Source: an optimization exercise on an open RTL-to-GDS flow (aim: small area, a short achievable clock period and few clock cycles per item). Production flows keep margins and buffers that such runs may drop.
Function was checked by simulation only, so behaviour that the tests miss may differ from the original.

==> flow/design.v, too long to show whole: its modules and the start of the top module <==
// module ck_aoi222: 6 lines
// module ck_rd64: 16 lines
// module ck_sel2: 7 lines
// module ck_hold: 6 lines
// module ck_tog: 6 lines
// module ck_mux2i: 6 lines
// module ck_nor2: 6 lines
// module ck_nand2: 6 lines
// module ck_shr: 24 lines
// module ck_shl: 24 lines
// module ck_sel: 8 lines
// module ck_mux4: 6 lines
// module ck_seln: 8 lines
// module ck_inv: 6 lines
// module ck_ebit: 8 lines
// module ck_ebit1: 8 lines
// module ck_and2: 6 lines
// module ck_xor2: 6 lines
// module ck_tapbit: 13 lines
// module ck_axor: 6 lines
// module ck_engine: 2344 lines
// module ck_unit: 184 lines
module ck_unit (
    input             clk,
    input             rst,
    input      [5:0]  cfg_width,
    input      [31:0] cfg_poly,
    input      [31:0] cfg_init,
    input      [31:0] cfg_xorout,
    input             cfg_refin,
    input             cfg_refout,
    input             in_valid,
    output            in_ready,
    input      [1:0]  in_op,
    input      [5:0]  in_ctx,
    input      [3:0]  in_nbytes,
    input      [63:0] in_data,
    output reg        out_valid,
    output reg [5:0]  out_ctx,
    output reg [31:0] out_value,
    output reg [31:0] out_result,
    output reg        out_err
);
  // ...
==> flow/flow/run.sh <==
#!/bin/bash
# The standard layout (the standard.sh: ORFS from the standard synthesis
# to the final layout) with changes to how it is made:
#  - buffer_ports buffers every input and output port with buf_2, in place of
#    the slow delay buffer it picks by itself;
#  - clock tree synthesis adds no dummy loads.
# make's full output goes to orfs_make.log; ORFS keeps each step's log under
# orfs/logs/.
set -uo pipefail
export BUFFER_PORTS_ARGS="-buffer_cell sky130_fd_sc_hd__buf_2"
export CTS_ARGS="-sink_clustering_enable -repair_clock_nets -dont_use_dummy_load"
bash standard.sh > orfs_make.log 2>&1
status=$?
tail -n 40 orfs_make.log
exit $status
==> flow/standard.sh <==
#!/bin/bash
# synth_recipe.tcl (not shown) runs the flow's synth.tcl, then flattens the netlist and writes it again
# the make line also repeats each setting of config.mk as NAME=value (left out here)
make -C /OpenROAD-flow-scripts/flow DESIGN_CONFIG=/design/flow/config.mk WORK_HOME=/design/flow/orfs CLKGATE_MAP_FILE= SYNTH_SCRIPT=/design/flow/synth_recipe.tcl "${@:-finish}"
==> flow/config.mk <==
export PLATFORM = sky130hd
export DESIGN_NAME = ck_unit
export DESIGN_NICKNAME = ck_unit
export VERILOG_FILES = /design/flow/design.v
export SDC_FILE = /design/flow/constraint.sdc
export NUM_CORES = 8
export LEC_CHECK = 0
export CAP_MARGIN = 20
export CELL_PAD_IN_SITES_DETAIL_PLACEMENT = 1
export CORE_MARGIN = 2
export CORE_UTILIZATION = 40
export PLACE_DENSITY = 0.5
export SLEW_MARGIN = 20
export SYNTH_HIERARCHICAL = 1
export SYNTH_MINIMUM_KEEP_SIZE = 0
==> flow/constraint.sdc <==
create_clock -name core_clock -period 200.0 [get_ports {clk}]
set_input_delay 40.0000 -clock core_clock [delete_from_list [all_inputs] [get_ports {clk}]]
set_output_delay 40.0000 -clock core_clock [all_outputs]
set_load 0.01 [all_outputs]
==> flow_metrics.py, run 1 <==
metrics = {
    "layout": {
        "inv_count": 140,
        "seqCellArea_um2": 49270,
        "largest_class": "multi-input combinational cells",
        "num-fill-cells": 27787,
        "seq_share": 0.4130,
        "fin_util": 0.4648,
        "n_antenna_cell": 19,
    },
    "setup_path": {
        "reg2reg_from": "row_r[6]",
        "crit_end": "out_result[4]",
        "cpLargestDelayFamily": "XOR/XNOR gates",
        "ff2ff_path_depth": 120,
    },
    "run_status": {
        "status": "timing/DRC/antenna clean",
    },
    "clock_tree": {
        "clkLatencyLatePin_ns": 0.89,
        "cts_tree": "yes",
        "clockBufferDepth": 4,
        "numCtsBuffers": 273,
    },
    "grt": {
        "grt_pass1_vias": 99828,
        "grt_remaining_overflow": 0,
        "grt_use_met3": 0.05091,
        "grt_max_degree": 78,
    },
    "drt": {
        "routed_wl_um": 480700,
        "wl_met1_um": 193800,
    },
    "sta": {
        "final.setup.worst_slack_ns": 156.99,
    },
    "hold_path": {
        "min-delay-path-class": "register to register",
        "hold_depth": 0,
    },
    "floorplanning": {
        "die_x_um": 512.0,
        "coreArea_um2": 256700,
    },
    "synth": {
        "synth.avg_cell_area_um2": 10.90,
    },
}
Testbench counts, summed over its fixed seeds: cycles 20,608, bytes 152,413.
==> module ck_unit, before the edit <==
module ck_unit (
    input             clk,
    input             rst,
    input      [5:0]  cfg_width,
    input      [31:0] cfg_poly,
    input      [31:0] cfg_init,
    input      [31:0] cfg_xorout,
    input             cfg_refin,
    input             cfg_refout,
    input             in_valid,
    output            in_ready,
    input      [1:0]  in_op,
    input      [5:0]  in_ctx,
    input      [3:0]  in_nbytes,
    input      [63:0] in_data,
    output reg        out_valid,
    output reg [5:0]  out_ctx,
    output reg [31:0] out_value,
    output reg [31:0] out_result,
    output reg        out_err
);
    localparam OP_FEED  = 2'd0;
    localparam OP_START = 2'd1;
    localparam OP_WRITE = 2'd2;
    localparam OP_CLEAR = 2'd3;
    assign in_ready = 1'b1;
    genvar c, j;
    integer k, i;
    reg [4:0]  sh_r;        
    reg [31:0] poly_r;
    reg [31:0] init_r;
    reg [31:0] xor_r;
    reg        refin_r, refout_r;
    reg        rst_d;
    wire [4:0]  sh   = sh_r;
    wire [31:0] mask = 32'hFFFF_FFFF >> sh;
    wire [31:0] p1 = {poly_r[30:0], 1'b0};
    wire [31:0] p3 = poly_r ^ p1;
    reg        s_valid;
    reg [7:0]  row_r, col_r;
    reg        s_selw;         
    reg        s_seli;         
    reg        s_base;         
    reg        s_err;          
    reg        s_nofeed;       
    reg [3:0]  s_nb;
    reg [63:0] s_data;
    wire take = in_valid & ~rst;
    wire in_werr = (in_data[31:0] & ~mask) != 32'd0;    
    always @(posedge clk) begin
        s_valid <= take;
        for (k = 0; k < 8; k = k + 1) begin
            row_r[k] <= take & (in_ctx[5:3] == k);
            col_r[k] <= in_ctx[2:0] == k;
        end
        s_selw   <= ~rst & (in_op == OP_WRITE) & ~in_werr;
        s_seli   <= ~rst & ~((in_op == OP_WRITE) & ~in_werr);
        s_base   <= (in_op == OP_FEED) | ((in_op == OP_WRITE) & in_werr);
        s_err    <= (in_op == OP_WRITE) & in_werr;
        s_nofeed <= in_op[1];
        s_nb    <= in_nbytes;
        s_data  <= in_data;
    end
    wire [63:0] sel, seln;
    generate
        for (c = 0; c < 64; c = c + 1) begin : g_sel
            ck_sel2 u (.a(row_r[c / 8]), .b(col_r[c % 8]), .y(sel[c]), .yn(seln[c]));
        end
    endgenerate
    reg  [31:0] ctx_val [0:63];
    reg  [63:0] ctx_par;
    reg  [63:0] ctx_ok;
    wire [31:0] cur_raw, cur;
    wire        parb;
    wire        okb;
    generate
        for (j = 0; j < 32; j = j + 1) begin : g_rd
            wire [63:0] col;
            for (c = 0; c < 64; c = c + 1) begin : g_c
                assign col[c] = ctx_val[c][j];
            end
            ck_rd64 u (.s(sel), .d(col), .y(cur_raw[j]));
        end
    endgenerate
    ck_rd64 u_rdok (.s(sel), .d(ctx_ok), .y(okb));
    ck_rd64 u_rdpar (.s(sel), .d(ctx_par), .y(parb));
    assign cur = cur_raw ^ {32{parb}};
    wire [31:0] wval = s_data[31:0];
    wire        s_selp = ~(s_selw | s_seli);
    wire [31:0] al_in_n, al_out;
    generate
        for (j = 0; j < 32; j = j + 1) begin : g_al
            ck_aoi222 u (.a(s_selw), .b(wval[j]), .c(s_seli), .d(init_r[j]), .e(s_selp), .f(poly_r[j]),
                         .y(al_in_n[j]));
        end
    endgenerate
    ck_shl u_shl (.an(al_in_n), .s(sh), .y(al_out));
    wire        use_cur = okb & s_base;
    wire [31:0] a0 = use_cur ? cur : al_out;
    reg [63:0] dbits;
    always @* begin
        for (k = 0; k < 8; k = k + 1)
            for (i = 0; i < 8; i = i + 1)
                dbits[8*k + i] = refin_r ? s_data[8*k + i] : s_data[8*k + 7 - i];
    end
    wire [2:0] g1t, ht;
    assign g1t[0] = poly_r[29] ^ (poly_r[31] & poly_r[30]);
    assign g1t[1] = poly_r[30] ^ poly_r[31];
    assign g1t[2] = g1t[0] ^ g1t[1];
    assign ht[0]  = poly_r[27] ^ (poly_r[31] & poly_r[28]);
    assign ht[1]  = poly_r[28] ^ (poly_r[31] & poly_r[29]);
    assign ht[2]  = ht[0] ^ ht[1];
    wire [3:0] nb = s_nofeed ? 4'd0 : s_nb;
    wire [8:0] nsel;
    generate
        for (j = 0; j < 8; j = j + 1) begin : g_ns
            assign nsel[j] = ~nb[3] & (nb[2:0] == j);
        end
    endgenerate
    assign nsel[8] = nb[3];
    wire [31:0] a_new;
    ck_engine u_eng (.a0(a0), .dbits(dbits), .p(poly_r), .p1(p1), .p3(p3),
                     .g1t(g1t), .ht(ht), .nsel(nsel), .a_new(a_new));
    wire [31:0] a_new_n = ~a_new;
    wire [31:0] v_new;
    ck_shr u_shr (.an(a_new_n), .s(sh), .y(v_new));
    reg [31:0] a_rev;
    always @* begin
        for (i = 0; i < 32; i = i + 1)
            a_rev[i] = a_new[31 - i];
    end
    wire [31:0] res = (refout_r ? a_rev : v_new) ^ xor_r;
    wire rst_dn = ~rst_d;
    wire [65:0] cfg_in = {cfg_init, cfg_xorout, cfg_refin, cfg_refout};
    wire [65:0] cfg_q  = {init_r, xor_r, refin_r, refout_r};
    wire [65:0] cfg_nx;
    generate
        for (j = 0; j < 66; j = j + 1) begin : g_cfg
            ck_hold u (.we(rst_d), .wen(rst_dn), .x(cfg_in[j]), .q(cfg_q[j]), .d(cfg_nx[j]));
        end
    endgenerate
    always @(posedge clk) begin
        rst_d <= rst;
        if (rst) begin
            sh_r     <= 5'd0 - cfg_width[4:0];
            poly_r   <= cfg_poly;
        end else if (rst_d) begin
            poly_r   <= al_out;
        end
        {init_r, xor_r, refin_r, refout_r} <= cfg_nx;
    end
    generate
        for (c = 0; c < 64; c = c + 1) begin : g_ctx
            wire [31:0] nxt;
            for (j = 0; j < 32; j = j + 1) begin : g_b
                ck_tog u (.we(sel[c]), .wen(seln[c]), .xn(a_new_n[j]), .q(ctx_val[c][j]),
                          .d(nxt[j]));
            end
            always @(posedge clk) begin
                ctx_val[c] <= nxt;
                ctx_par[c] <= ~(sel[c] | ctx_par[c]);
                if (rst_d)
                    ctx_ok[c] <= 1'b0;
                else if (sel[c])
                    ctx_ok[c] <= 1'b1;
            end
        end
    endgenerate
    always @(posedge clk) begin
        if (rst)
            out_valid <= 1'b0;
        else
            out_valid <= s_valid;
        out_ctx[0] <= col_r[1] | col_r[3] | col_r[5] | col_r[7];
        out_ctx[1] <= col_r[2] | col_r[3] | col_r[6] | col_r[7];
        out_ctx[2] <= col_r[4] | col_r[5] | col_r[6] | col_r[7];
        out_ctx[3] <= row_r[1] | row_r[3] | row_r[5] | row_r[7];
        out_ctx[4] <= row_r[2] | row_r[3] | row_r[6] | row_r[7];
        out_ctx[5] <= row_r[4] | row_r[5] | row_r[6] | row_r[7];
        out_value  <= v_new;
        out_result <= res;
        out_err    <= s_err;
    end
endmodule
==> run 2: changes to the inputs <==
--- a/flow/design.v
+++ b/flow/design.v
@@ -100,16 +100,50 @@
                 end else begin : g_f1
                     ck_nand2 u (.a(sn[k]), .b(t[k][i]), .y(t[k+1][i]));
                 end
             end
         end
     endgenerate
     assign y = t[5];
 endmodule
+module ck_rd8x8 (
+    input  [7:0]  r,
+    input  [7:0]  c,
+    input  [63:0] d,
+    output        y
+);
+    wire [7:0] g;
+    genvar i;
+    generate
+        for (i = 0; i < 8; i = i + 1) begin : g_r
+            wire n0, n1;
+            ck_aoi222 u0 (.a(c[0]), .b(d[8*i]), .c(c[1]), .d(d[8*i+1]), .e(c[2]), .f(d[8*i+2]), .y(n0));
+            ck_aoi222 u1 (.a(c[3]), .b(d[8*i+3]), .c(c[4]), .d(d[8*i+4]), .e(c[5]), .f(d[8*i+5]), .y(n1));
+            ck_aoi22n u2 (.a(c[6]), .b(d[8*i+6]), .c(c[7]), .d(d[8*i+7]), .n0(n0), .n1(n1), .y(g[i]));
+        end
+    endgenerate
+    wire m0, m1;
+    ck_aoi222 v0 (.a(r[0]), .b(g[0]), .c(r[1]), .d(g[1]), .e(r[2]), .f(g[2]), .y(m0));
+    ck_aoi222 v1 (.a(r[3]), .b(g[3]), .c(r[4]), .d(g[4]), .e(r[5]), .f(g[5]), .y(m1));
+    ck_aoi22n v2 (.a(r[6]), .b(g[6]), .c(r[7]), .d(g[7]), .n0(m0), .n1(m1), .y(y));
+endmodule
+module ck_aoi22n (
+    input  a, b, c, d, n0, n1,
+    output y
+);
+    wire n2 = ~((a & b) | (c & d));
+    assign y = ~(n0 & n1 & n2);
+endmodule
+module ck_a0bit (
+    input  u, c, p, a,
+    output y
+);
+    assign y = u ? (c ^ p) : a;
+endmodule
 module ck_sel (
     input  f0, f1,
     output sa, sb, sc
 );
     assign sa = f0 & ~f1;
     assign sb = ~f0 & f1;
     assign sc = f0 & f1;
 endmodule
@@ -1124,16 +1158,19 @@
     wire r30_7;
     wire r30_6;
     wire r30_5;
     wire r30_4;
     wire r30_3;
     wire r30_2;
     wire r30_1, r30_0;
     wire ca31, cb31, cc31, la31, lb31, lc31, ba31, bb31, bc31, f0n_31, f1n_31;
+    wire ta0_31, tb0_31, tc0_31;
+    wire ta1_31, tb1_31, tc1_31;
+    wire ta2_31, tb2_31, tc2_31;
     wire f0_32, f1_32;
     wire y_31, z_31, zz_31, x0_32, x1_32;
     wire r31_27;
     wire r31_26;
     wire r31_25;
     wire r31_24;
     wire r31_23;
     wire r31_22;
@@ -2445,89 +2482,92 @@
     ck_ebit u1280 (.x(r29_0), .sa(ba30), .sb(bb30), .sc(bc30), .q1(p1[2]), .q2(p[2]), .q3(p3[2]), .y(r30_2));
     ck_ebit1 u1281 (.sa(ba30), .sb(bb30), .sc(bc30), .q1(p1[1]), .q2(p[1]), .q3(p3[1]), .y(r30_1));
     ck_and2 u1282 (.a(f1_30), .b(p[0]), .y(r30_0));
     ck_sel u1283 (.f0(f0_31), .f1(f1_31), .sa(ca31), .sb(cb31), .sc(cc31));
     ck_inv u1284 (.a(f0_31), .y(f0n_31));
     ck_inv u1285 (.a(f1_31), .y(f1n_31));
     ck_seln u1286 (.f0n(f0n_31), .f1n(f1n_31), .sa(la31), .sb(lb31), .sc(lc31));
     ck_seln u1287 (.f0n(f0n_31), .f1n(f1n_31), .sa(ba31), .sb(bb31), .sc(bc31));
-    ck_ebit u1288 (.x(x0_31), .sa(ca31), .sb(cb31), .sc(cc31), .q1(p1[31]), .q2(p[31]), .q3(p3[31]), .y(f0_32));
-    ck_ebit u1289 (.x(x1_31), .sa(ca31), .sb(cb31), .sc(cc31), .q1(g1t[0]), .q2(g1t[1]), .q3(g1t[2]), .y(f1_32));
-    ck_xor2 u1290 (.a(r30_27), .b(1'b0), .y(y_31));
-    ck_xor2 u1291 (.a(r30_26), .b(1'b0), .y(zz_31));
-    ck_axor u1292 (.a(zz_31), .b(p[31]), .c(y_31), .y(z_31));
-    ck_ebit u1293 (.x(y_31), .sa(la31), .sb(lb31), .sc(lc31), .q1(p1[29]), .q2(p[29]), .q3(p3[29]), .y(x0_32));
-    ck_ebit u1294 (.x(z_31), .sa(la31), .sb(lb31), .sc(lc31), .q1(ht[0]), .q2(ht[1]), .q3(ht[2]), .y(x1_32));
-    ck_ebit u1295 (.x(r30_25), .sa(la31), .sb(lb31), .sc(lc31), .q1(p1[27]), .q2(p[27]), .q3(p3[27]), .y(r31_27));
-    ck_ebit u1296 (.x(r30_24), .sa(la31), .sb(lb31), .sc(lc31), .q1(p1[26]), .q2(p[26]), .q3(p3[26]), .y(r31_26));
-    ck_ebit u1297 (.x(r30_23), .sa(la31), .sb(lb31), .sc(lc31), .q1(p1[25]), .q2(p[25]), .q3(p3[25]), .y(r31_25));
-    ck_ebit u1298 (.x(r30_22), .sa(la31), .sb(lb31), .sc(lc31), .q1(p1[24]), .q2(p[24]), .q3(p3[24]), .y(r31_24));
-    ck_ebit u1299 (.x(r30_21), .sa(ba31), .sb(bb31), .sc(bc31), .q1(p1[23]), .q2(p[23]), .q3(p3[23]), .y(r31_23));
-    ck_ebit u1300 (.x(r30_20), .sa(ba31), .sb(bb31), .sc(bc31), .q1(p1[22]), .q2(p[22]), .q3(p3[22]), .y(r31_22));
-    ck_ebit u1301 (.x(r30_19), .sa(ba31), .sb(bb31), .sc(bc31), .q1(p1[21]), .q2(p[21]), .q3(p3[21]), .y(r31_21));
-    ck_ebit u1302 (.x(r30_18), .sa(ba31), .sb(bb31), .sc(bc31), .q1(p1[20]), .q2(p[20]), .q3(p3[20]), .y(r31_20));
-    ck_ebit u1303 (.x(r30_17), .sa(ba31), .sb(bb31), .sc(bc31), .q1(p1[19]), .q2(p[19]), .q3(p3[19]), .y(r31_19));
-    ck_ebit u1304 (.x(r30_16), .sa(ba31), .sb(bb31), .sc(bc31), .q1(p1[18]), .q2(p[18]), .q3(p3[18]), .y(r31_18));
-    ck_ebit u1305 (.x(r30_15), .sa(ba31), .sb(bb31), .sc(bc31), .q1(p1[17]), .q2(p[17]), .q3(p3[17]), .y(r31_17));
-    ck_ebit u1306 (.x(r30_14), .sa(ba31), .sb(bb31), .sc(bc31), .q1(p1[16]), .q2(p[16]), .q3(p3[16]), .y(r31_16));
-    ck_ebit u1307 (.x(r30_13), .sa(ba31), .sb(bb31), .sc(bc31), .q1(p1[15]), .q2(p[15]), .q3(p3[15]), .y(r31_15));
-    ck_ebit u1308 (.x(r30_12), .sa(ba31), .sb(bb31), .sc(bc31), .q1(p1[14]), .q2(p[14]), .q3(p3[14]), .y(r31_14));
-    ck_ebit u1309 (.x(r30_11), .sa(ba31), .sb(bb31), .sc(bc31), .q1(p1[13]), .q2(p[13]), .q3(p3[13]), .y(r31_13));
-    ck_ebit u1310 (.x(r30_10), .sa(ba31), .sb(bb31), .sc(bc31), .q1(p1[12]), .q2(p[12]), .q3(p3[12]), .y(r31_12));
-    ck_ebit u1311 (.x(r30_9), .sa(ba31), .sb(bb31), .sc(bc31), .q1(p1[11]), .q2(p[11]), .q3(p3[11]), .y(r31_11));
-    ck_ebit u1312 (.x(r30_8), .sa(ba31), .sb(bb31), .sc(bc31), .q1(p1[10]), .q2(p[10]), .q3(p3[10]), .y(r31_10));
-    ck_ebit u1313 (.x(r30_7), .sa(ba31), .sb(bb31), .sc(bc31), .q1(p1[9]), .q2(p[9]), .q3(p3[9]), .y(r31_9));
-    ck_ebit u1314 (.x(r30_6), .sa(ba31), .sb(bb31), .sc(bc31), .q1(p1[8]), .q2(p[8]), .q3(p3[8]), .y(r31_8));
-    ck_ebit u1315 (.x(r30_5), .sa(ba31), .sb(bb31), .sc(bc31), .q1(p1[7]), .q2(p[7]), .q3(p3[7]), .y(r31_7));
-    ck_ebit u1316 (.x(r30_4), .sa(ba31), .sb(bb31), .sc(bc31), .q1(p1[6]), .q2(p[6]), .q3(p3[6]), .y(r31_6));
-    ck_ebit u1317 (.x(r30_3), .sa(ba31), .sb(bb31), .sc(bc31), .q1(p1[5]), .q2(p[5]), .q3(p3[5]), .y(r31_5));
-    ck_ebit u1318 (.x(r30_2), .sa(ba31), .sb(bb31), .sc(bc31), .q1(p1[4]), .q2(p[4]), .q3(p3[4]), .y(r31_4));
-    ck_ebit u1319 (.x(r30_1), .sa(ba31), .sb(bb31), .sc(bc31), .q1(p1[3]), .q2(p[3]), .q3(p3[3]), .y(r31_3));
-    ck_ebit u1320 (.x(r30_0), .sa(ba31), .sb(bb31), .sc(bc31), .q1(p1[2]), .q2(p[2]), .q3(p3[2]), .y(r31_2));
-    ck_ebit1 u1321 (.sa(ba31), .sb(bb31), .sc(bc31), .q1(p1[1]), .q2(p[1]), .q3(p3[1]), .y(r31_1));
-    ck_and2 u1322 (.a(f1_31), .b(p[0]), .y(r31_0));
-    ck_xor2 u1323 (.a(f0_32), .b(1'b0), .y(r31_31));
-    ck_xor2 u1324 (.a(f1_32), .b(1'b0), .y(t30_31));
-    ck_axor u1325 (.a(t30_31), .b(p[31]), .c(f0_32), .y(r31_30));
-    ck_xor2 u1326 (.a(x0_32), .b(1'b0), .y(r31_29));
-    ck_xor2 u1327 (.a(x1_32), .b(1'b0), .y(t28_31));
-    ck_axor u1328 (.a(t28_31), .b(p[31]), .c(x0_32), .y(r31_28));
-    ck_tapbit u1329 (.s(nsel[7:0]), .d({r27_0, r23_0, r19_0, r15_0, r11_0, r7_0, r3_0, a0[0]}), .s8(nsel[8]), .d8(r31_0), .y(a_new[0]));
-    ck_tapbit u1330 (.s(nsel[7:0]), .d({r27_1, r23_1, r19_1, r15_1, r11_1, r7_1, r3_1, a0[1]}), .s8(nsel[8]), .d8(r31_1), .y(a_new[1]));
-    ck_tapbit u1331 (.s(nsel[7:0]), .d({r27_2, r23_2, r19_2, r15_2, r11_2, r7_2, r3_2, a0[2]}), .s8(nsel[8]), .d8(r31_2), .y(a_new[2]));
-    ck_tapbit u1332 (.s(nsel[7:0]), .d({r27_3, r23_3, r19_3, r15_3, r11_3, r7_3, r3_3, a0[3]}), .s8(nsel[8]), .d8(r31_3), .y(a_new[3]));
-    ck_tapbit u1333 (.s(nsel[7:0]), .d({r27_4, r23_4, r19_4, r15_4, r11_4, r7_4, r3_4, a0[4]}), .s8(nsel[8]), .d8(r31_4), .y(a_new[4]));
-    ck_tapbit u1334 (.s(nsel[7:0]), .d({r27_5, r23_5, r19_5, r15_5, r11_5, r7_5, r3_5, a0[5]}), .s8(nsel[8]), .d8(r31_5), .y(a_new[5]));
-    ck_tapbit u1335 (.s(nsel[7:0]), .d({r27_6, r23_6, r19_6, r15_6, r11_6, r7_6, r3_6, a0[6]}), .s8(nsel[8]), .d8(r31_6), .y(a_new[6]));
-    ck_tapbit u1336 (.s(nsel[7:0]), .d({r27_7, r23_7, r19_7, r15_7, r11_7, r7_7, r3_7, a0[7]}), .s8(nsel[8]), .d8(r31_7), .y(a_new[7]));
-    ck_tapbit u1337 (.s(nsel[7:0]), .d({r27_8, r23_8, r19_8, r15_8, r11_8, r7_8, r3_8, a0[8]}), .s8(nsel[8]), .d8(r31_8), .y(a_new[8]));
-    ck_tapbit u1338 (.s(nsel[7:0]), .d({r27_9, r23_9, r19_9, r15_9, r11_9, r7_9, r3_9, a0[9]}), .s8(nsel[8]), .d8(r31_9), .y(a_new[9]));
-    ck_tapbit u1339 (.s(nsel[7:0]), .d({r27_10, r23_10, r19_10, r15_10, r11_10, r7_10, r3_10, a0[10]}), .s8(nsel[8]), .d8(r31_10), .y(a_new[10]));
-    ck_tapbit u1340 (.s(nsel[7:0]), .d({r27_11, r23_11, r19_11, r15_11, r11_11, r7_11, r3_11, a0[11]}), .s8(nsel[8]), .d8(r31_11), .y(a_new[11]));
-    ck_tapbit u1341 (.s(nsel[7:0]), .d({r27_12, r23_12, r19_12, r15_12, r11_12, r7_12, r3_12, a0[12]}), .s8(nsel[8]), .d8(r31_12), .y(a_new[12]));
-    ck_tapbit u1342 (.s(nsel[7:0]), .d({r27_13, r23_13, r19_13, r15_13, r11_13, r7_13, r3_13, a0[13]}), .s8(nsel[8]), .d8(r31_13), .y(a_new[13]));
-    ck_tapbit u1343 (.s(nsel[7:0]), .d({r27_14, r23_14, r19_14, r15_14, r11_14, r7_14, r3_14, a0[14]}), .s8(nsel[8]), .d8(r31_14), .y(a_new[14]));
-    ck_tapbit u1344 (.s(nsel[7:0]), .d({r27_15, r23_15, r19_15, r15_15, r11_15, r7_15, r3_15, a0[15]}), .s8(nsel[8]), .d8(r31_15), .y(a_new[15]));
-    ck_tapbit u1345 (.s(nsel[7:0]), .d({r27_16, r23_16, r19_16, r15_16, r11_16, r7_16, r3_16, a0[16]}), .s8(nsel[8]), .d8(r31_16), .y(a_new[16]));
-    ck_tapbit u1346 (.s(nsel[7:0]), .d({r27_17, r23_17, r19_17, r15_17, r11_17, r7_17, r3_17, a0[17]}), .s8(nsel[8]), .d8(r31_17), .y(a_new[17]));
-    ck_tapbit u1347 (.s(nsel[7:0]), .d({r27_18, r23_18, r19_18, r15_18, r11_18, r7_18, r3_18, a0[18]}), .s8(nsel[8]), .d8(r31_18), .y(a_new[18]));
-    ck_tapbit u1348 (.s(nsel[7:0]), .d({r27_19, r23_19, r19_19, r15_19, r11_19, r7_19, r3_19, a0[19]}), .s8(nsel[8]), .d8(r31_19), .y(a_new[19]));
-    ck_tapbit u1349 (.s(nsel[7:0]), .d({r27_20, r23_20, r19_20, r15_20, r11_20, r7_20, r3_20, a0[20]}), .s8(nsel[8]), .d8(r31_20), .y(a_new[20]));
-    ck_tapbit u1350 (.s(nsel[7:0]), .d({r27_21, r23_21, r19_21, r15_21, r11_21, r7_21, r3_21, a0[21]}), .s8(nsel[8]), .d8(r31_21), .y(a_new[21]));
-    ck_tapbit u1351 (.s(nsel[7:0]), .d({r27_22, r23_22, r19_22, r15_22, r11_22, r7_22, r3_22, a0[22]}), .s8(nsel[8]), .d8(r31_22), .y(a_new[22]));
-    ck_tapbit u1352 (.s(nsel[7:0]), .d({r27_23, r23_23, r19_23, r15_23, r11_23, r7_23, r3_23, a0[23]}), .s8(nsel[8]), .d8(r31_23), .y(a_new[23]));
-    ck_tapbit u1353 (.s(nsel[7:0]), .d({r27_24, r23_24, r19_24, r15_24, r11_24, r7_24, r3_24, a0[24]}), .s8(nsel[8]), .d8(r31_24), .y(a_new[24]));
-    ck_tapbit u1354 (.s(nsel[7:0]), .d({r27_25, r23_25, r19_25, r15_25, r11_25, r7_25, r3_25, a0[25]}), .s8(nsel[8]), .d8(r31_25), .y(a_new[25]));
-    ck_tapbit u1355 (.s(nsel[7:0]), .d({r27_26, r23_26, r19_26, r15_26, r11_26, r7_26, r3_26, a0[26]}), .s8(nsel[8]), .d8(r31_26), .y(a_new[26]));
-    ck_tapbit u1356 (.s(nsel[7:0]), .d({r27_27, r23_27, r19_27, r15_27, r11_27, r7_27, r3_27, a0[27]}), .s8(nsel[8]), .d8(r31_27), .y(a_new[27]));
-    ck_tapbit u1357 (.s(nsel[7:0]), .d({r27_28, r23_28, r19_28, r15_28, r11_28, r7_28, r3_28, a0[28]}), .s8(nsel[8]), .d8(r31_28), .y(a_new[28]));
-    ck_tapbit u1358 (.s(nsel[7:0]), .d({r27_29, r23_29, r19_29, r15_29, r11_29, r7_29, r3_29, a0[29]}), .s8(nsel[8]), .d8(r31_29), .y(a_new[29]));
-    ck_tapbit u1359 (.s(nsel[7:0]), .d({r27_30, r23_30, r19_30, r15_30, r11_30, r7_30, r3_30, a0[30]}), .s8(nsel[8]), .d8(r31_30), .y(a_new[30]));
-    ck_tapbit u1360 (.s(nsel[7:0]), .d({r27_31, r23_31, r19_31, r15_31, r11_31, r7_31, r3_31, a0[31]}), .s8(nsel[8]), .d8(r31_31), .y(a_new[31]));
+    ck_seln u1288 (.f0n(f0n_31), .f1n(f1n_31), .sa(ta0_31), .sb(tb0_31), .sc(tc0_31));
+    ck_seln u1289 (.f0n(f0n_31), .f1n(f1n_31), .sa(ta1_31), .sb(tb1_31), .sc(tc1_31));
+    ck_seln u1290 (.f0n(f0n_31), .f1n(f1n_31), .sa(ta2_31), .sb(tb2_31), .sc(tc2_31));
+    ck_ebit u1291 (.x(x0_31), .sa(ca31), .sb(cb31), .sc(cc31), .q1(p1[31]), .q2(p[31]), .q3(p3[31]), .y(f0_32));
+    ck_ebit u1292 (.x(x1_31), .sa(ca31), .sb(cb31), .sc(cc31), .q1(g1t[0]), .q2(g1t[1]), .q3(g1t[2]), .y(f1_32));
+    ck_xor2 u1293 (.a(r30_27), .b(1'b0), .y(y_31));
+    ck_xor2 u1294 (.a(r30_26), .b(1'b0), .y(zz_31));
+    ck_axor u1295 (.a(zz_31), .b(p[31]), .c(y_31), .y(z_31));
+    ck_ebit u1296 (.x(y_31), .sa(la31), .sb(lb31), .sc(lc31), .q1(p1[29]), .q2(p[29]), .q3(p3[29]), .y(x0_32));
+    ck_ebit u1297 (.x(z_31), .sa(la31), .sb(lb31), .sc(lc31), .q1(ht[0]), .q2(ht[1]), .q3(ht[2]), .y(x1_32));
+    ck_ebit u1298 (.x(r30_25), .sa(la31), .sb(lb31), .sc(lc31), .q1(p1[27]), .q2(p[27]), .q3(p3[27]), .y(r31_27));
+    ck_ebit u1299 (.x(r30_24), .sa(la31), .sb(lb31), .sc(lc31), .q1(p1[26]), .q2(p[26]), .q3(p3[26]), .y(r31_26));
+    ck_ebit u1300 (.x(r30_23), .sa(la31), .sb(lb31), .sc(lc31), .q1(p1[25]), .q2(p[25]), .q3(p3[25]), .y(r31_25));
+    ck_ebit u1301 (.x(r30_22), .sa(la31), .sb(lb31), .sc(lc31), .q1(p1[24]), .q2(p[24]), .q3(p3[24]), .y(r31_24));
+    ck_ebit u1302 (.x(r30_21), .sa(ta2_31), .sb(tb2_31), .sc(tc2_31), .q1(p1[23]), .q2(p[23]), .q3(p3[23]), .y(r31_23));
+    ck_ebit u1303 (.x(r30_20), .sa(ta2_31), .sb(tb2_31), .sc(tc2_31), .q1(p1[22]), .q2(p[22]), .q3(p3[22]), .y(r31_22));
+    ck_ebit u1304 (.x(r30_19), .sa(ta2_31), .sb(tb2_31), .sc(tc2_31), .q1(p1[21]), .q2(p[21]), .q3(p3[21]), .y(r31_21));
+    ck_ebit u1305 (.x(r30_18), .sa(ta2_31), .sb(tb2_31), .sc(tc2_31), .q1(p1[20]), .q2(p[20]), .q3(p3[20]), .y(r31_20));
+    ck_ebit u1306 (.x(r30_17), .sa(ta2_31), .sb(tb2_31), .sc(tc2_31), .q1(p1[19]), .q2(p[19]), .q3(p3[19]), .y(r31_19));
+    ck_ebit u1307 (.x(r30_16), .sa(ta2_31), .sb(tb2_31), .sc(tc2_31), .q1(p1[18]), .q2(p[18]), .q3(p3[18]), .y(r31_18));
+    ck_ebit u1308 (.x(r30_15), .sa(ta2_31), .sb(tb2_31), .sc(tc2_31), .q1(p1[17]), .q2(p[17]), .q3(p3[17]), .y(r31_17));
+    ck_ebit u1309 (.x(r30_14), .sa(ta2_31), .sb(tb2_31), .sc(tc2_31), .q1(p1[16]), .q2(p[16]), .q3(p3[16]), .y(r31_16));
+    ck_ebit u1310 (.x(r30_13), .sa(ta1_31), .sb(tb1_31), .sc(tc1_31), .q1(p1[15]), .q2(p[15]), .q3(p3[15]), .y(r31_15));
+    ck_ebit u1311 (.x(r30_12), .sa(ta1_31), .sb(tb1_31), .sc(tc1_31), .q1(p1[14]), .q2(p[14]), .q3(p3[14]), .y(r31_14));
+    ck_ebit u1312 (.x(r30_11), .sa(ta1_31), .sb(tb1_31), .sc(tc1_31), .q1(p1[13]), .q2(p[13]), .q3(p3[13]), .y(r31_13));
+    ck_ebit u1313 (.x(r30_10), .sa(ta1_31), .sb(tb1_31), .sc(tc1_31), .q1(p1[12]), .q2(p[12]), .q3(p3[12]), .y(r31_12));
+    ck_ebit u1314 (.x(r30_9), .sa(ta1_31), .sb(tb1_31), .sc(tc1_31), .q1(p1[11]), .q2(p[11]), .q3(p3[11]), .y(r31_11));
+    ck_ebit u1315 (.x(r30_8), .sa(ta1_31), .sb(tb1_31), .sc(tc1_31), .q1(p1[10]), .q2(p[10]), .q3(p3[10]), .y(r31_10));
+    ck_ebit u1316 (.x(r30_7), .sa(ta1_31), .sb(tb1_31), .sc(tc1_31), .q1(p1[9]), .q2(p[9]), .q3(p3[9]), .y(r31_9));
+    ck_ebit u1317 (.x(r30_6), .sa(ta1_31), .sb(tb1_31), .sc(tc1_31), .q1(p1[8]), .q2(p[8]), .q3(p3[8]), .y(r31_8));
+    ck_ebit u1318 (.x(r30_5), .sa(ta0_31), .sb(tb0_31), .sc(tc0_31), .q1(p1[7]), .q2(p[7]), .q3(p3[7]), .y(r31_7));
+    ck_ebit u1319 (.x(r30_4), .sa(ta0_31), .sb(tb0_31), .sc(tc0_31), .q1(p1[6]), .q2(p[6]), .q3(p3[6]), .y(r31_6));
+    ck_ebit u1320 (.x(r30_3), .sa(ta0_31), .sb(tb0_31), .sc(tc0_31), .q1(p1[5]), .q2(p[5]), .q3(p3[5]), .y(r31_5));
+    ck_ebit u1321 (.x(r30_2), .sa(ta0_31), .sb(tb0_31), .sc(tc0_31), .q1(p1[4]), .q2(p[4]), .q3(p3[4]), .y(r31_4));
+    ck_ebit u1322 (.x(r30_1), .sa(ta0_31), .sb(tb0_31), .sc(tc0_31), .q1(p1[3]), .q2(p[3]), .q3(p3[3]), .y(r31_3));
+    ck_ebit u1323 (.x(r30_0), .sa(ta0_31), .sb(tb0_31), .sc(tc0_31), .q1(p1[2]), .q2(p[2]), .q3(p3[2]), .y(r31_2));
+    ck_ebit1 u1324 (.sa(ba31), .sb(bb31), .sc(bc31), .q1(p1[1]), .q2(p[1]), .q3(p3[1]), .y(r31_1));
+    ck_and2 u1325 (.a(f1_31), .b(p[0]), .y(r31_0));
+    ck_xor2 u1326 (.a(f0_32), .b(1'b0), .y(r31_31));
+    ck_xor2 u1327 (.a(f1_32), .b(1'b0), .y(t30_31));
+    ck_axor u1328 (.a(t30_31), .b(p[31]), .c(f0_32), .y(r31_30));
+    ck_xor2 u1329 (.a(x0_32), .b(1'b0), .y(r31_29));
+    ck_xor2 u1330 (.a(x1_32), .b(1'b0), .y(t28_31));
+    ck_axor u1331 (.a(t28_31), .b(p[31]), .c(x0_32), .y(r31_28));
+    ck_tapbit u1332 (.s(nsel[7:0]), .d({r27_0, r23_0, r19_0, r15_0, r11_0, r7_0, r3_0, a0[0]}), .s8(nsel[8]), .d8(r31_0), .y(a_new[0]));
+    ck_tapbit u1333 (.s(nsel[7:0]), .d({r27_1, r23_1, r19_1, r15_1, r11_1, r7_1, r3_1, a0[1]}), .s8(nsel[8]), .d8(r31_1), .y(a_new[1]));
+    ck_tapbit u1334 (.s(nsel[7:0]), .d({r27_2, r23_2, r19_2, r15_2, r11_2, r7_2, r3_2, a0[2]}), .s8(nsel[8]), .d8(r31_2), .y(a_new[2]));
+    ck_tapbit u1335 (.s(nsel[7:0]), .d({r27_3, r23_3, r19_3, r15_3, r11_3, r7_3, r3_3, a0[3]}), .s8(nsel[8]), .d8(r31_3), .y(a_new[3]));
+    ck_tapbit u1336 (.s(nsel[7:0]), .d({r27_4, r23_4, r19_4, r15_4, r11_4, r7_4, r3_4, a0[4]}), .s8(nsel[8]), .d8(r31_4), .y(a_new[4]));
+    ck_tapbit u1337 (.s(nsel[7:0]), .d({r27_5, r23_5, r19_5, r15_5, r11_5, r7_5, r3_5, a0[5]}), .s8(nsel[8]), .d8(r31_5), .y(a_new[5]));
+    ck_tapbit u1338 (.s(nsel[7:0]), .d({r27_6, r23_6, r19_6, r15_6, r11_6, r7_6, r3_6, a0[6]}), .s8(nsel[8]), .d8(r31_6), .y(a_new[6]));
+    ck_tapbit u1339 (.s(nsel[7:0]), .d({r27_7, r23_7, r19_7, r15_7, r11_7, r7_7, r3_7, a0[7]}), .s8(nsel[8]), .d8(r31_7), .y(a_new[7]));
+    ck_tapbit u1340 (.s(nsel[7:0]), .d({r27_8, r23_8, r19_8, r15_8, r11_8, r7_8, r3_8, a0[8]}), .s8(nsel[8]), .d8(r31_8), .y(a_new[8]));
+    ck_tapbit u1341 (.s(nsel[7:0]), .d({r27_9, r23_9, r19_9, r15_9, r11_9, r7_9, r3_9, a0[9]}), .s8(nsel[8]), .d8(r31_9), .y(a_new[9]));
+    ck_tapbit u1342 (.s(nsel[7:0]), .d({r27_10, r23_10, r19_10, r15_10, r11_10, r7_10, r3_10, a0[10]}), .s8(nsel[8]), .d8(r31_10), .y(a_new[10]));
+    ck_tapbit u1343 (.s(nsel[7:0]), .d({r27_11, r23_11, r19_11, r15_11, r11_11, r7_11, r3_11, a0[11]}), .s8(nsel[8]), .d8(r31_11), .y(a_new[11]));
+    ck_tapbit u1344 (.s(nsel[7:0]), .d({r27_12, r23_12, r19_12, r15_12, r11_12, r7_12, r3_12, a0[12]}), .s8(nsel[8]), .d8(r31_12), .y(a_new[12]));
+    ck_tapbit u1345 (.s(nsel[7:0]), .d({r27_13, r23_13, r19_13, r15_13, r11_13, r7_13, r3_13, a0[13]}), .s8(nsel[8]), .d8(r31_13), .y(a_new[13]));
+    ck_tapbit u1346 (.s(nsel[7:0]), .d({r27_14, r23_14, r19_14, r15_14, r11_14, r7_14, r3_14, a0[14]}), .s8(nsel[8]), .d8(r31_14), .y(a_new[14]));
+    ck_tapbit u1347 (.s(nsel[7:0]), .d({r27_15, r23_15, r19_15, r15_15, r11_15, r7_15, r3_15, a0[15]}), .s8(nsel[8]), .d8(r31_15), .y(a_new[15]));
+    ck_tapbit u1348 (.s(nsel[7:0]), .d({r27_16, r23_16, r19_16, r15_16, r11_16, r7_16, r3_16, a0[16]}), .s8(nsel[8]), .d8(r31_16), .y(a_new[16]));
+    ck_tapbit u1349 (.s(nsel[7:0]), .d({r27_17, r23_17, r19_17, r15_17, r11_17, r7_17, r3_17, a0[17]}), .s8(nsel[8]), .d8(r31_17), .y(a_new[17]));
+    ck_tapbit u1350 (.s(nsel[7:0]), .d({r27_18, r23_18, r19_18, r15_18, r11_18, r7_18, r3_18, a0[18]}), .s8(nsel[8]), .d8(r31_18), .y(a_new[18]));
+    ck_tapbit u1351 (.s(nsel[7:0]), .d({r27_19, r23_19, r19_19, r15_19, r11_19, r7_19, r3_19, a0[19]}), .s8(nsel[8]), .d8(r31_19), .y(a_new[19]));
+    ck_tapbit u1352 (.s(nsel[7:0]), .d({r27_20, r23_20, r19_20, r15_20, r11_20, r7_20, r3_20, a0[20]}), .s8(nsel[8]), .d8(r31_20), .y(a_new[20]));
+    ck_tapbit u1353 (.s(nsel[7:0]), .d({r27_21, r23_21, r19_21, r15_21, r11_21, r7_21, r3_21, a0[21]}), .s8(nsel[8]), .d8(r31_21), .y(a_new[21]));
+    ck_tapbit u1354 (.s(nsel[7:0]), .d({r27_22, r23_22, r19_22, r15_22, r11_22, r7_22, r3_22, a0[22]}), .s8(nsel[8]), .d8(r31_22), .y(a_new[22]));
+    ck_tapbit u1355 (.s(nsel[7:0]), .d({r27_23, r23_23, r19_23, r15_23, r11_23, r7_23, r3_23, a0[23]}), .s8(nsel[8]), .d8(r31_23), .y(a_new[23]));
+    ck_tapbit u1356 (.s(nsel[7:0]), .d({r27_24, r23_24, r19_24, r15_24, r11_24, r7_24, r3_24, a0[24]}), .s8(nsel[8]), .d8(r31_24), .y(a_new[24]));
+    ck_tapbit u1357 (.s(nsel[7:0]), .d({r27_25, r23_25, r19_25, r15_25, r11_25, r7_25, r3_25, a0[25]}), .s8(nsel[8]), .d8(r31_25), .y(a_new[25]));
+    ck_tapbit u1358 (.s(nsel[7:0]), .d({r27_26, r23_26, r19_26, r15_26, r11_26, r7_26, r3_26, a0[26]}), .s8(nsel[8]), .d8(r31_26), .y(a_new[26]));
+    ck_tapbit u1359 (.s(nsel[7:0]), .d({r27_27, r23_27, r19_27, r15_27, r11_27, r7_27, r3_27, a0[27]}), .s8(nsel[8]), .d8(r31_27), .y(a_new[27]));
+    ck_tapbit u1360 (.s(nsel[7:0]), .d({r27_28, r23_28, r19_28, r15_28, r11_28, r7_28, r3_28, a0[28]}), .s8(nsel[8]), .d8(r31_28), .y(a_new[28]));
+    ck_tapbit u1361 (.s(nsel[7:0]), .d({r27_29, r23_29, r19_29, r15_29, r11_29, r7_29, r3_29, a0[29]}), .s8(nsel[8]), .d8(r31_29), .y(a_new[29]));
+    ck_tapbit u1362 (.s(nsel[7:0]), .d({r27_30, r23_30, r19_30, r15_30, r11_30, r7_30, r3_30, a0[30]}), .s8(nsel[8]), .d8(r31_30), .y(a_new[30]));
+    ck_tapbit u1363 (.s(nsel[7:0]), .d({r27_31, r23_31, r19_31, r15_31, r11_31, r7_31, r3_31, a0[31]}), .s8(nsel[8]), .d8(r31_31), .y(a_new[31]));
 endmodule
 module ck_unit (
     input             clk,
     input             rst,
     input      [5:0]  cfg_width,
     input      [31:0] cfg_poly,
     input      [31:0] cfg_init,
     input      [31:0] cfg_xorout,
@@ -2548,86 +2588,97 @@
     localparam OP_FEED  = 2'd0;
     localparam OP_START = 2'd1;
     localparam OP_WRITE = 2'd2;
     localparam OP_CLEAR = 2'd3;
     assign in_ready = 1'b1;
     genvar c, j;
     integer k, i;
     reg [4:0]  sh_r;        
+    reg [31:0] praw;        
     reg [31:0] poly_r;
     reg [31:0] init_r;
     reg [31:0] xor_r;
     reg        refin_r, refout_r;
     reg        rst_d;
     wire [4:0]  sh   = sh_r;
     wire [31:0] mask = 32'hFFFF_FFFF >> sh;
     wire [31:0] p1 = {poly_r[30:0], 1'b0};
     wire [31:0] p3 = poly_r ^ p1;
     reg        s_valid;
     reg [7:0]  row_r, col_r;
-    reg        s_selw;         
-    reg        s_seli;         
-    reg        s_base;         
-    reg        s_err;          
+    reg        s_w;            
+    reg        s_i;            
+    reg        s_feed;         
     reg        s_nofeed;       
+    reg [3:0]  s_hi;           
     reg [3:0]  s_nb;
     reg [63:0] s_data;
     wire take = in_valid & ~rst;
-    wire in_werr = (in_data[31:0] & ~mask) != 32'd0;    
     always @(posedge clk) begin
         s_valid <= take;
         for (k = 0; k < 8; k = k + 1) begin
             row_r[k] <= take & (in_ctx[5:3] == k);
             col_r[k] <= in_ctx[2:0] == k;
         end
-        s_selw   <= ~rst & (in_op == OP_WRITE) & ~in_werr;
-        s_seli   <= ~rst & ~((in_op == OP_WRITE) & ~in_werr);
-        s_base   <= (in_op == OP_FEED) | ((in_op == OP_WRITE) & in_werr);
-        s_err    <= (in_op == OP_WRITE) & in_werr;
+        s_w      <= ~rst & (in_op == OP_WRITE);
+        s_i      <= ~rst & (in_op != OP_WRITE);
+        s_feed   <= in_op == OP_FEED;
+        for (k = 0; k < 4; k = k + 1)
+            s_hi[k] <= (in_data[8*k +: 8] & ~mask[8*k +: 8]) != 8'd0;
         s_nofeed <= in_op[1];
         s_nb    <= in_nbytes;
         s_data  <= in_data;
     end
     wire [63:0] sel, seln;
     generate
         for (c = 0; c < 64; c = c + 1) begin : g_sel
             ck_sel2 u (.a(row_r[c / 8]), .b(col_r[c % 8]), .y(sel[c]), .yn(seln[c]));
         end
     endgenerate
     reg  [31:0] ctx_val [0:63];
     reg  [63:0] ctx_par;
     reg  [63:0] ctx_ok;
-    wire [31:0] cur_raw, cur;
+    wire [31:0] cur_raw;
     wire        parb;
     wire        okb;
     generate
         for (j = 0; j < 32; j = j + 1) begin : g_rd
             wire [63:0] col;
             for (c = 0; c < 64; c = c + 1) begin : g_c
                 assign col[c] = ctx_val[c][j];
             end
             ck_rd64 u (.s(sel), .d(col), .y(cur_raw[j]));
         end
     endgenerate
-    ck_rd64 u_rdok (.s(sel), .d(ctx_ok), .y(okb));
-    ck_rd64 u_rdpar (.s(sel), .d(ctx_par), .y(parb));
-    assign cur = cur_raw ^ {32{parb}};
+    ck_rd8x8 u_rdok (.r(row_r), .c(col_r), .d(ctx_ok), .y(okb));
+    ck_rd8x8 u_rdpar (.r(row_r), .c(col_r), .d(ctx_par), .y(parb));
     wire [31:0] wval = s_data[31:0];
-    wire        s_selp = ~(s_selw | s_seli);
+    wire        werr = |s_hi;                       
+    wire        s_selw = s_w & ~werr;
+    wire        s_seli = s_i | (s_w & werr);
+    wire        s_base = s_feed | (s_w & werr);     
+    wire        s_selp = ~(s_w | s_i);
     wire [31:0] al_in_n, al_out;
     generate
         for (j = 0; j < 32; j = j + 1) begin : g_al
-            ck_aoi222 u (.a(s_selw), .b(wval[j]), .c(s_seli), .d(init_r[j]), .e(s_selp), .f(poly_r[j]),
+            ck_aoi222 u (.a(s_selw), .b(wval[j]), .c(s_seli), .d(init_r[j]), .e(s_selp), .f(praw[j]),
                          .y(al_in_n[j]));
         end
     endgenerate
     ck_shl u_shl (.an(al_in_n), .s(sh), .y(al_out));
-    wire        use_cur = okb & s_base;
-    wire [31:0] a0 = use_cur ? cur : al_out;
+    wire [1:0]  use_cur;
+    ck_and2 u_uc0 (.a(okb), .b(s_base), .y(use_cur[0]));
+    ck_and2 u_uc1 (.a(okb), .b(s_base), .y(use_cur[1]));
+    wire [31:0] a0;
+    generate
+        for (j = 0; j < 32; j = j + 1) begin : g_a0
+            ck_a0bit u (.u(use_cur[j / 16]), .c(cur_raw[j]), .p(parb), .a(al_out[j]), .y(a0[j]));
+        end
+    endgenerate
     reg [63:0] dbits;
     always @* begin
         for (k = 0; k < 8; k = k + 1)
             for (i = 0; i < 8; i = i + 1)
                 dbits[8*k + i] = refin_r ? s_data[8*k + i] : s_data[8*k + 7 - i];
     end
     wire [2:0] g1t, ht;
     assign g1t[0] = poly_r[29] ^ (poly_r[31] & poly_r[30]);
@@ -2643,42 +2694,39 @@
             assign nsel[j] = ~nb[3] & (nb[2:0] == j);
         end
     endgenerate
     assign nsel[8] = nb[3];
     wire [31:0] a_new;
     ck_engine u_eng (.a0(a0), .dbits(dbits), .p(poly_r), .p1(p1), .p3(p3),
                      .g1t(g1t), .ht(ht), .nsel(nsel), .a_new(a_new));
     wire [31:0] a_new_n = ~a_new;
-    wire [31:0] v_new;
-    ck_shr u_shr (.an(a_new_n), .s(sh), .y(v_new));
+    wire [31:0] v_new, a_sh_n;
+    generate
+        for (j = 0; j < 32; j = j + 1) begin : g_shn
+            ck_inv u (.a(a_new[j]), .y(a_sh_n[j]));
+        end
+    endgenerate
+    ck_shr u_shr (.an(a_sh_n), .s(sh), .y(v_new));
     reg [31:0] a_rev;
     always @* begin
         for (i = 0; i < 32; i = i + 1)
             a_rev[i] = a_new[31 - i];
     end
     wire [31:0] res = (refout_r ? a_rev : v_new) ^ xor_r;
-    wire rst_dn = ~rst_d;
-    wire [65:0] cfg_in = {cfg_init, cfg_xorout, cfg_refin, cfg_refout};
-    wire [65:0] cfg_q  = {init_r, xor_r, refin_r, refout_r};
-    wire [65:0] cfg_nx;
-    generate
-        for (j = 0; j < 66; j = j + 1) begin : g_cfg
-            ck_hold u (.we(rst_d), .wen(rst_dn), .x(cfg_in[j]), .q(cfg_q[j]), .d(cfg_nx[j]));
-        end
-    endgenerate
     always @(posedge clk) begin
-        rst_d <= rst;
-        if (rst) begin
-            sh_r     <= 5'd0 - cfg_width[4:0];
-            poly_r   <= cfg_poly;
-        end else if (rst_d) begin
-            poly_r   <= al_out;
-        end
-        {init_r, xor_r, refin_r, refout_r} <= cfg_nx;
+        rst_d    <= rst;
+        sh_r     <= 5'd0 - cfg_width[4:0];
+        praw     <= cfg_poly;
+        init_r   <= cfg_init;
+        xor_r    <= cfg_xorout;
+        refin_r  <= cfg_refin;
+        refout_r <= cfg_refout;
+        if (rst_d)
+            poly_r <= al_out;
     end
     generate
         for (c = 0; c < 64; c = c + 1) begin : g_ctx
             wire [31:0] nxt;
             for (j = 0; j < 32; j = j + 1) begin : g_b
                 ck_tog u (.we(sel[c]), .wen(seln[c]), .xn(a_new_n[j]), .q(ctx_val[c][j]),
                           .d(nxt[j]));
             end
@@ -2700,11 +2748,11 @@
         out_ctx[0] <= col_r[1] | col_r[3] | col_r[5] | col_r[7];
         out_ctx[1] <= col_r[2] | col_r[3] | col_r[6] | col_r[7];
         out_ctx[2] <= col_r[4] | col_r[5] | col_r[6] | col_r[7];
         out_ctx[3] <= row_r[1] | row_r[3] | row_r[5] | row_r[7];
         out_ctx[4] <= row_r[2] | row_r[3] | row_r[6] | row_r[7];
         out_ctx[5] <= row_r[4] | row_r[5] | row_r[6] | row_r[7];
         out_value  <= v_new;
         out_result <= res;
-        out_err    <= s_err;
+        out_err    <= s_w & werr;
     end
 endmodule
==> flow/flow/run.sh (replaced) <==
#!/bin/bash
# The standard layout (the standard.sh: ORFS from the standard synthesis
# to the final layout) with changes to how it is made:
#  - buffer_ports buffers every input and output port with buf_2, in place of
#    the slow delay buffer it picks by itself;
#  - clock tree synthesis adds no dummy loads and takes up to 20 flip-flops
#    per leaf buffer.
# make's full output goes to orfs_make.log; ORFS keeps each step's log under
# orfs/logs/.
set -uo pipefail
export BUFFER_PORTS_ARGS="-buffer_cell sky130_fd_sc_hd__buf_2"
export CTS_ARGS="-sink_clustering_enable -repair_clock_nets -dont_use_dummy_load -sink_clustering_size 20 -sink_clustering_max_diameter 100"
bash standard.sh > orfs_make.log 2>&1
status=$?
tail -n 40 orfs_make.log
exit $status
==> run 2 against run 1 <==
Compared with the run above:
- still clean
- cell area shrank 2.7%
- utilization down 1.2 points
- critical path depth shrank 119
- worst hold slack gained 0.084 ns
- die area decreased by 0.20%
- via count is 2.5% lower
- flip-flop and latch count grew 35
- wire length decreased by 2.2%
- critical path type is now register to primary output
==> flow_metrics.py, run 2 <==
metrics = {
    "setup_path": {
        "cp_data_arrival_time_ns": 1.34,
        "slowest_delay_ns": 0.31,
        "reg2reg_from": "s_hi[0]",
        "critPathBufInv": 1,
        "cpLargestDelayFamily": "flip-flops",
        "critical_path_required_ns": 160.00,
        "critPathSlowestCell": "dfxtp_1",
        "crit_path_start": "out_ctx[2]",
        "cp_cell_sequence": "buf_2",
        "regToRegSetupSlack_ns": 159.68,
        "critPathCaptureType": "primary output",
        "crit_fanout": 1,
        "cp-start-kind": "register",
        "crit_end": "out_ctx[2]",
        "timing.rr.end": "out_result[5]",
        "cp.depth": 1,
        "worst-setup-path-type": "register to primary output",
        "ff2ff_path_depth": 123,
    },
    "grt": {
        "antenna_found_initial": 20,
        "grt_remaining_overflow": 0,
        "grt_max_degree": 81,
        "track_usage": 0.3388,
        "grt_pass1_vias": 97564,
        "grt_pass1_wl_um": 677300,
    },
    "sta": {
        "fmax_mhz": 24.19,
        "rsz0062_at_grt": "no",
        "final_hold_viol_count": 0,
        "period_needed_ns": 41.34,
        "skew_ns": 0.1425,
        "slew_headroom": 0.07554,
        "final.setup.worst_slack_ns": 158.66,
        "drv_slew": 0,
        "tns_ns": 0,
        "tightest_slew_ns": 1.374,
        "period_share": 0.2067,
        "setup_viol": 0,
    },
    "layout": {
        "final_cell_mix": "dfxtp_1, o22ai_1, a222oi_1",
        "drive_gt1_frac": 0.1179,
        "syn_to_final_growth_pct": 12.72,
        "finalNetCount": 10435,
        "regMostFlops": "ctx_val",
        "largest_reg_flops": 2048,
        "final_common_cell": "dfxtp_1",
        "fin_util": 0.4528,
        "num-fill-cells": 27872,
        "final_cells": 13640,
    },
    "drt": {
        "drt_iter0_drc": 18214,
        "num_vias": 99600,
        "via_per_inst": 7.302,
        "drc": 0,
        "wire_per_inst_um": 34.47,
        "firstDrtPassIters": 14,
        "routed_wl_um": 470100,
        "ant_nets": 0,
    },
    "clock_tree": {
        "cts_tree": "yes",
        "cts-htree-levels": 4,
        "cts_resized": 0,
        "clkSinkCount": 2477,
        "postCtsSetupRepairBufs": 0,
        "clk_pin_slew_ns": 0.08,
        "clkLatencyLatePin_ns": 0.92,
        "hold_buffers": 0,
        "numCtsBuffers": 153,
        "clockBufferDepth": 4,
        "cts-root-buf": "clkbuf_16",
    },
    "floorplanning": {
        "dieArea_um2": 261600,
        "rows": 186,
        "ios": 256,
        "coreArea_um2": 256500,
        "start_util": 0.4017,
        "die_x_um": 511.5,
        "dieHeight_um": 511.5,
    },
    "hold_path": {
        "min-delay-path-class": "register to register",
        "hold_depth": 1,
    },
    "synth": {
        "synth.avg_cell_area_um2": 10.91,
        "yosys_warnings": 11,
        "synth_area_um2": 103000,
        "syn_inst": 9440,
    },
    "placement": {
        "gp_congestion": 0.9509,
        "dp.cells": 13478,
        "dp_hpwl_um": 308900,
        "io_buffers": 253,
        "place_ws_ns": 158.63,
    },
    "run_status": {
        "status": "timing/DRC/antenna clean",
    },
    "job": {
        "cap_viol_max_count": 0,
    },
}
run 2: cell count changes in the layout (fill, tap and decap cells not counted), sizes merged, moves of 17 or more:
cell and change:
a22o -67, a22oi +17, clkbuf -120, dfxtp +40, inv +31, mux2 -32
run 2: how the worst min path moves through the flow:
stage | from | endpoint | slack [ns]
2_1_floorplan | ctx_par[0] | ctx_par[0] | 0.38
3_3_place_gp | ctx_par[42] | ctx_par[42] | 0.39
3_5_place_dp | ctx_par[39] | ctx_par[39] | 0.40
4_1_cts | ctx_par[37] | ctx_par[37] | 0.41
5_1_grt | ctx_par[33] | ctx_par[33] | 0.43
6_report | ctx_par[28] | ctx_par[28] | 0.41
run 2: cell type report:
type	instances	area [um^2]	share of cell area
Timing Repair Buffer	671	4477	0.03855
Inverter	171	641.9	0.005527
Antenna cell	8	20.02	0.0001724
Multi-Input combinational cell	6776	52980	0.4562
Clock buffer	153	3829	0.03297
Sequential cell	2477	49940	0.4301
Tap cell	3384	4234	0.03646
run 2: routing by layer:
metal	vias up	track usage	wire, um
met3	866	0.04968	37410
met1	51356	0.4355	189500
li1	42482	-	-
met5	-	0	51
met4	8	0.1785	27080
met2	4888	0.5492	216100
run 2: through the flow:
| step | instance area [um^2] | hold WS [ns] |
|---|---|---|
| 2_1_floorplan | 103000 | 0.3850 |
| 3_5_place_dp | 112200 | 0.3991 |
| 3_3_place_gp | 112200 | 0.3927 |
| 4_1_cts | 116100 | 0.4109 |
| 6_report | 116100 | 0.4119 |
| 5_1_grt | 116100 | 0.4258 |
Testbench counts of run 2, summed over its fixed seeds: cycles 20,608, bytes 152,413.
==> run 3: changes to the inputs <==
--- a/flow/config.mk
+++ b/flow/config.mk
@@ -10,4 +10,4 @@
 export CORE_MARGIN = 2
-export CORE_UTILIZATION = 40
-export PLACE_DENSITY = 0.5
+export CORE_UTILIZATION = 45
+export PLACE_DENSITY = 0.55
 export SLEW_MARGIN = 20
==> run 3 against run 2 <==
Compared with the run above:
- final cell count shrank 2.6%
- utilization up 5.5 points
- first-iteration DRC count is 0.55% higher
- die area shrank 11%
- critical path depth did not move
- clock skew down 0.034 ns
- cell area fell by 0.54%
- synthesized cell count stayed put
- via count rose by 0.58%
- worst hold slack worse by 0.0016 ns
- global-route usage is 3.4 points higher
==> flow_metrics.py, run 3 <==
metrics = {
    "floorplanning": {
        "coreArea_um2": 227500,
        "rows": 175,
        "start_util": 0.4528,
        "ios": 256,
        "dieArea_um2": 232800,
        "die_x_um": 482.5,
        "dieHeight_um": 482.5,
    },
    "setup_path": {
        "crit_path_start": "out_ctx[5]",
        "critPathBufInv": 1,
        "regToRegSetupSlack_ns": 159.99,
        "timing.rr.end": "out_result[6]",
        "cp_cell_sequence": "buf_2",
        "ff2ff_path_depth": 122,
        "cpLargestDelayFamily": "flip-flops",
        "critical_path_required_ns": 160.00,
        "crit_fanout": 1,
        "critPathSlowestCell": "dfxtp_1",
        "cp-start-kind": "register",
        "critPathCaptureType": "primary output",
        "reg2reg_from": "s_hi[1]",
        "cp_data_arrival_time_ns": 1.35,
        "worst-setup-path-type": "register to primary output",
        "slowest_delay_ns": 0.31,
    },
    "layout": {
        "drive_gt1_frac": 0.1178,
        "largest_reg_flops": 2048,
        "final_cells": 13284,
        "final_common_cell": "dfxtp_1",
        "multi_input_area_um2": 52900,
        "finalNetCount": 10450,
        "num-fill-cells": 24554,
        "finalInstanceArea_um2": 115500,
        "seqCellArea_um2": 49950,
        "regMostFlops": "ctx_val",
        "final_cell_mix": "dfxtp_1, o22ai_1, a222oi_1",
        "syn_to_final_growth_pct": 12.10,
    },
    "placement": {
        "dp_hpwl_um": 306400,
        "place_area_um2": 111800,
        "dp.cells": 13127,
        "io_buffers": 253,
        "gp_congestion": 0.9695,
    },
    "hold_path": {
        "worstHoldStart": "ctx_par[60]",
        "min-delay-path-class": "register to register",
        "hold_depth": 1,
        "whs_endpoint": "ctx_par[60]",
    },
    "clock_tree": {
        "numCtsBuffers": 145,
        "hold_buffers": 0,
        "clkSinkCount": 2477,
        "cts_tree": "yes",
        "postCtsSetupRepairBufs": 0,
        "clockBufferDepth": 3,
        "clkLatencyLatePin_ns": 0.86,
        "cts-root-buf": "clkbuf_16",
        "clk_pin_slew_ns": 0.08,
        "cts-htree-levels": 4,
        "cts_resized": 0,
    },
    "synth": {
        "yosys_warnings": 11,
        "synth_area_um2": 103000,
        "synth.avg_cell_area_um2": 10.91,
        "syn_inst": 9440,
    },
    "job": {
        "cap_viol_max_count": 0,
    },
    "drt": {
        "drt_iter0_drc": 18315,
        "wire_per_inst_um": 34.42,
        "ant_nets": 0,
        "via_per_inst": 7.541,
        "drc": 0,
        "num_vias": 100173,
        "firstDrtPassIters": 17,
        "routed_wl_um": 457200,
    },
    "grt": {
        "track_usage": 0.3725,
        "grt_max_degree": 67,
        "antenna_found_initial": 22,
        "grt_pass1_vias": 97646,
        "grt_pass1_wl_um": 661100,
        "grt_remaining_overflow": 0,
    },
    "sta": {
        "rsz0062_at_grt": "no",
        "fmax_mhz": 24.18,
        "tns_ns": 0,
        "tightest_slew_ns": 1.305,
        "drv_slew": 0,
        "period_share": 0.2067,
        "period_needed_ns": 41.35,
        "setup_viol": 0,
        "final_hold_viol_count": 0,
        "slew_headroom": 0.1226,
        "skew_ns": 0.1081,
    },
    "run_status": {
        "status": "timing/DRC/antenna clean",
    },
}
[run 3: cell type report]
cell class / instances / share of cell area
Antenna cell: 12 / 0.0002600
Clock buffer: 145 / 0.03142
Inverter: 171 / 0.005558
Multi-Input combinational cell: 6776 / 0.4580
Sequential cell: 2477 / 0.4325
Tap cell: 3009 / 0.03260
Timing Repair Buffer: 694 / 0.03969
[run 3: metrics by stage]
stage,setup slack [ns],hold WS (ns),utilization
after floorplan,158.83,0.3850,-
after global placement,158.59,0.3921,0.4912
after detailed placement,158.60,0.3983,0.4914
after CTS,158.57,0.4114,0.5073
after global routing,158.57,0.4203,0.5076
final,158.65,0.4102,0.5077
[run 3: how the worst max path moves through the flow]
stage / end / slack, ns / depth (start not counted)
floorplan: s_hi[3] / 158.83 / 4
CTS: out_ctx[5] / 158.57 / 1
detailed placement: s_hi[3] / 158.60 / 5
global route: out_result[6] / 158.57 / 123
finish: out_ctx[5] / 158.65 / 1
global placement: s_hi[3] / 158.59 / 5
[run 3: layer usage]
layer  global-route usage  up-vias  wire length [um]
met4               0.2320       10             31160
li1                     -    42496                 -
met2               0.5938     5381            208100
met1               0.4662    51275            176400
met5                    0        -                58
met3              0.06741     1011             41440

port drivers added, routing unchanged:
Ports are ideal in the flow. The routed layouts listed here were re-timed in OpenROAD.
Step 1 assumes that a clkbuf_16 drives the clock port and a buf_2 every other input.
Step 2, shift: input delay + t, output delay - t, t = (earliest + latest rising clock arrival at the registers) / 2. This alone moves slack from input paths to output paths.
a / b / c = no drivers / after step 1 / after step 2; a / b = the first two.
run	shift t [ns]	setup WS [ns]	slew at the worst register clock pin (ns)
run 1	0.941	156.991 / 156.991 / 156.991	0.07 / 0.07
run 2	0.942	158.659 / 158.562 / 158.495	0.10 / 0.10
run 3	0.905	158.650 / 158.556 / 158.580	0.09 / 0.09
After both steps every run listed still meets setup and hold. The setup slack of run 2, which loses most, moves by -0.097 ns with the drivers and by -0.164 ns with both steps.
